Source: an optimization exercise on an open RTL-to-GDS flow (aim: small area and a short achievable clock period). Production flows keep margins and buffers that such runs may drop. The RTL was checked by simulation tests, not by an equivalence proof against the original design. Power figures rest on the tool's default switching activity, not on a simulated workload.

== exp/violet ==
// ck_crc_bank
module ck_crc_bank (
    input  wire        clk,
    input  wire        rst_n,      
    input  wire        req,        
    input  wire        we,         
    input  wire [7:0]  addr,       
    input  wire [31:0] wdata,
    input  wire [3:0]  wstrb,      
    output wire        rvalid,     
    output wire [31:0] rdata
);
==> flow/config.mk <==
export PLATFORM = sky130hd
export DESIGN_NAME = ck_crc_bank
export DESIGN_NICKNAME = ck_crc_bank
export VERILOG_FILES = /design/flow/design.v
export SDC_FILE = /design/flow/constraint.sdc
export NUM_CORES = 4
export LEC_CHECK = 0
export CAP_MARGIN = 20
export CORE_MARGIN = 2
export CORE_UTILIZATION = 40
export CTS_BUF_LIST = sky130_fd_sc_hd__clkbuf_8
export CTS_CLUSTER_SIZE = 25
export SLEW_MARGIN = 20
==> flow/constraint.sdc <==
create_clock -name core_clock -period 30.0 [get_ports {clk}]
set_input_delay 6.0000 -clock core_clock [delete_from_list [all_inputs] [get_ports {clk}]]
set_output_delay 6.0000 -clock core_clock [all_outputs]
set_load 0.01 [all_outputs]
standard.sh (not shown) runs the stock make flow with config.mk's settings and CLKGATE_MAP_FILE= SYNTH_SCRIPT=/design/flow/synth_recipe.tcl, a recipe that flattens the netlist after the stock synthesis.
==> flow/flow/run.sh <==
#!/bin/bash
# Layout: the standard flow (standard synthesis included), run with the
# extra ORFS make variables listed in flow/make_args.txt: a setup margin for
# the resizer so that it sizes the netlist for a shorter achieved period, and
# the port buffer cell. Clock, constraints and scripts are unchanged.
set -euo pipefail
mapfile -t ARGS < <(grep -v '^#' flow/make_args.txt | grep -v '^$')
bash standard.sh "${ARGS[@]}" finish > flow_make.log 2>&1
==> flow/flow/make_args.txt <==
SETUP_SLACK_MARGIN=22.8
MATCH_CELL_FOOTPRINT=0
BUFFER_PORTS_ARGS=-buffer_cell sky130_fd_sc_hd__buf_2
exp/violet ended with every stage complete and zero timing, DRC or antenna violations.
Changes in exp/zinc relative to exp/violet:
# exp/violet
export LEC_CHECK = 0
export CAP_MARGIN = 20
export CORE_MARGIN = 2
export CORE_UTILIZATION = 40
export CTS_BUF_LIST = sky130_fd_sc_hd__clkbuf_8
export CTS_CLUSTER_SIZE = 25
export SLEW_MARGIN = 20
create_clock -name core_clock -period 30.0 [get_ports {clk}]
# exp/zinc
export LEC_CHECK = 0
export CAP_MARGIN = 20
export CORE_MARGIN = 2
export CORE_UTILIZATION = 40
export SLEW_MARGIN = 20
create_clock -name core_clock -period 30.0 [get_ports {clk}]
==> flow/flow/make_args.txt <==
SETUP_SLACK_MARGIN=22.4
MATCH_CELL_FOOTPRINT=0
BUFFER_PORTS_ARGS=-buffer_cell sky130_fd_sc_hd__buf_2
### Flow results
- Diff exp/violet -> exp/zinc: clock distribution area overhead in the final layout has increased, worst voltage drop across the vdd grid has decreased, amount of wire on met2 after detailed routing has increased, sequential share of layout area has increased.
- exp/zinc reports a lower layout cell share with drive strength beyond 1 than exp/violet does.
- Going from exp/violet to exp/zinc, layout buffer count excluding clock buffers now sits lower, combinational power stayed essentially flat.
- exp/zinc against exp/violet; cell area is down slightly.
- Wire length of the first global-routing pass: exp/zinc vs exp/violet, no meaningful difference
> inputs changed (exp/zinc -> exp/ember)
# exp/zinc
export LEC_CHECK = 0
export CAP_MARGIN = 20
export CORE_MARGIN = 2
export CORE_UTILIZATION = 40
export SLEW_MARGIN = 20
create_clock -name core_clock -period 30.0 [get_ports {clk}]
# exp/ember
export LEC_CHECK = 0
export CAP_MARGIN = 20
export CORE_MARGIN = 2
export CORE_UTILIZATION = 40
export CTS_BUF_LIST = sky130_fd_sc_hd__clkbuf_8
export CTS_CLUSTER_SIZE = 25
export SLEW_MARGIN = 20
create_clock -name core_clock -period 30.0 [get_ports {clk}]
Status: ratio of routed vias to standard cells parity (exp/zinc, exp/ember)
Fraction of power consumed by the clock network in exp/ember is 2.1 points below exp/zinc.
Between exp/ember and exp/zinc, the final critical-path share of the clock period does not differ in any meaningful way.
Changes observed in exp/ember relative to exp/zinc: total number of vias higher, number of buffers inserted by port buffering comparable, highest achievable clock rate down about 0.4%.
Taking exp/zinc as the reference, in exp/ember number of enable-type register cells in the synthesized netlist stayed essentially flat, combinational share of power increased by 1.8 points relative to the old numbers.
> inputs changed (exp/ember -> exp/cedar)
# exp/ember
export LEC_CHECK = 0
export CAP_MARGIN = 20
export CORE_MARGIN = 2
export CORE_UTILIZATION = 40
export CTS_BUF_LIST = sky130_fd_sc_hd__clkbuf_8
export CTS_CLUSTER_SIZE = 25
export SLEW_MARGIN = 20
create_clock -name core_clock -period 30.0 [get_ports {clk}]
# exp/cedar
export LEC_CHECK = 0
export CAP_MARGIN = 20
export CORE_MARGIN = 2
export CORE_UTILIZATION = 55
export CTS_BUF_LIST = sky130_fd_sc_hd__clkbuf_8
export CTS_CLUSTER_SIZE = 25
export PLACE_DENSITY = 0.75
export SLEW_MARGIN = 20
create_clock -name core_clock -period 30.0 [get_ports {clk}]
==> flow/flow/make_args.txt <==
SETUP_SLACK_MARGIN=22
MATCH_CELL_FOOTPRINT=0
BUFFER_PORTS_ARGS=-buffer_cell sky130_fd_sc_hd__buf_2
### Flow results
- Design area, exp/cedar vs exp/ember: down slightly
- Die area | exp/cedar < exp/ember
- Comparing exp/ember and exp/cedar, overall fraction of global-route tracks in use is lower on exp/ember.
- | number of cells on the worst reg-to-reg path | exp/cedar vs exp/ember | 1 lower |
- exp/cedar — multi-input combinational area share 0.32 points higher, exp/ember as reference
- exp/cedar: wire length of the first global-routing pass is about 3% lower than what exp/ember reported.
Input-level comparison between exp/garnet and exp/cedar:
# exp/cedar
export LEC_CHECK = 0
export CAP_MARGIN = 20
export CORE_MARGIN = 2
export CORE_UTILIZATION = 55
export CTS_BUF_LIST = sky130_fd_sc_hd__clkbuf_8
export CTS_CLUSTER_SIZE = 25
export PLACE_DENSITY = 0.75
export SLEW_MARGIN = 20
create_clock -name core_clock -period 30.0 [get_ports {clk}]
# exp/garnet
export LEC_CHECK = 0
export CAP_MARGIN = 20
export CORE_MARGIN = 2
export CORE_UTILIZATION = 40
export CTS_BUF_LIST = sky130_fd_sc_hd__clkbuf_4
export CTS_CLUSTER_SIZE = 20
export SLEW_MARGIN = 20
create_clock -name core_clock -period 30.0 [get_ports {clk}]
Notes after the runs:
exp/garnet consumes less power than exp/cedar does.
In summary, exp/cedar completed successfully, with a layout that passed the timing, design-rule and antenna checks.
The final layout from exp/garnet, which completed every stage, passed the timing, design-rule and antenna checks at the end of the flow.
Changes observed in exp/garnet relative to exp/cedar: combinational power fell about 2%; final critical-path share of the clock period about even; core utilization of the finished layout fell 16 points.
| clock period minus final worst setup slack | lower: exp/cedar |
The area growth from synthesis to layout of exp/garnet is higher than that of exp/cedar.

==> re-timing with driven ports <==
The results above use ideal ports. As a check the final layouts listed here were re-extracted and re-timed, cells and wires unchanged.
Step 1 sets driving cells, clkbuf_16 on the clock port and buf_2 on the other inputs (assumed; they add their load-dependent delay and slew).
Step 2, shift: input delay + t, output delay - t, t = (earliest + latest rising clock arrival at the registers) / 2. This alone moves slack from input paths to output paths.
Three values: ideal, step 1, step 2; two values: the first two.
run	t, ns	setup WS [ns]	worst setup path after step 2
exp/violet	0.679	22.382 / 22.333 / 22.009	input to register
exp/zinc	0.585	22.394 / 22.373 / 21.837	input to register
exp/ember	0.653	22.365 / 22.313 / 21.806	input to register
exp/cedar	0.714	22.061 / 22.008 / 21.392	input to register
exp/garnet	0.875	22.028 / 21.982 / 21.358	input to register
After both steps every run listed still meets setup and hold. The setup slack of exp/garnet, which loses most, moves by -0.046 ns with the drivers and by -0.670 ns with both steps.
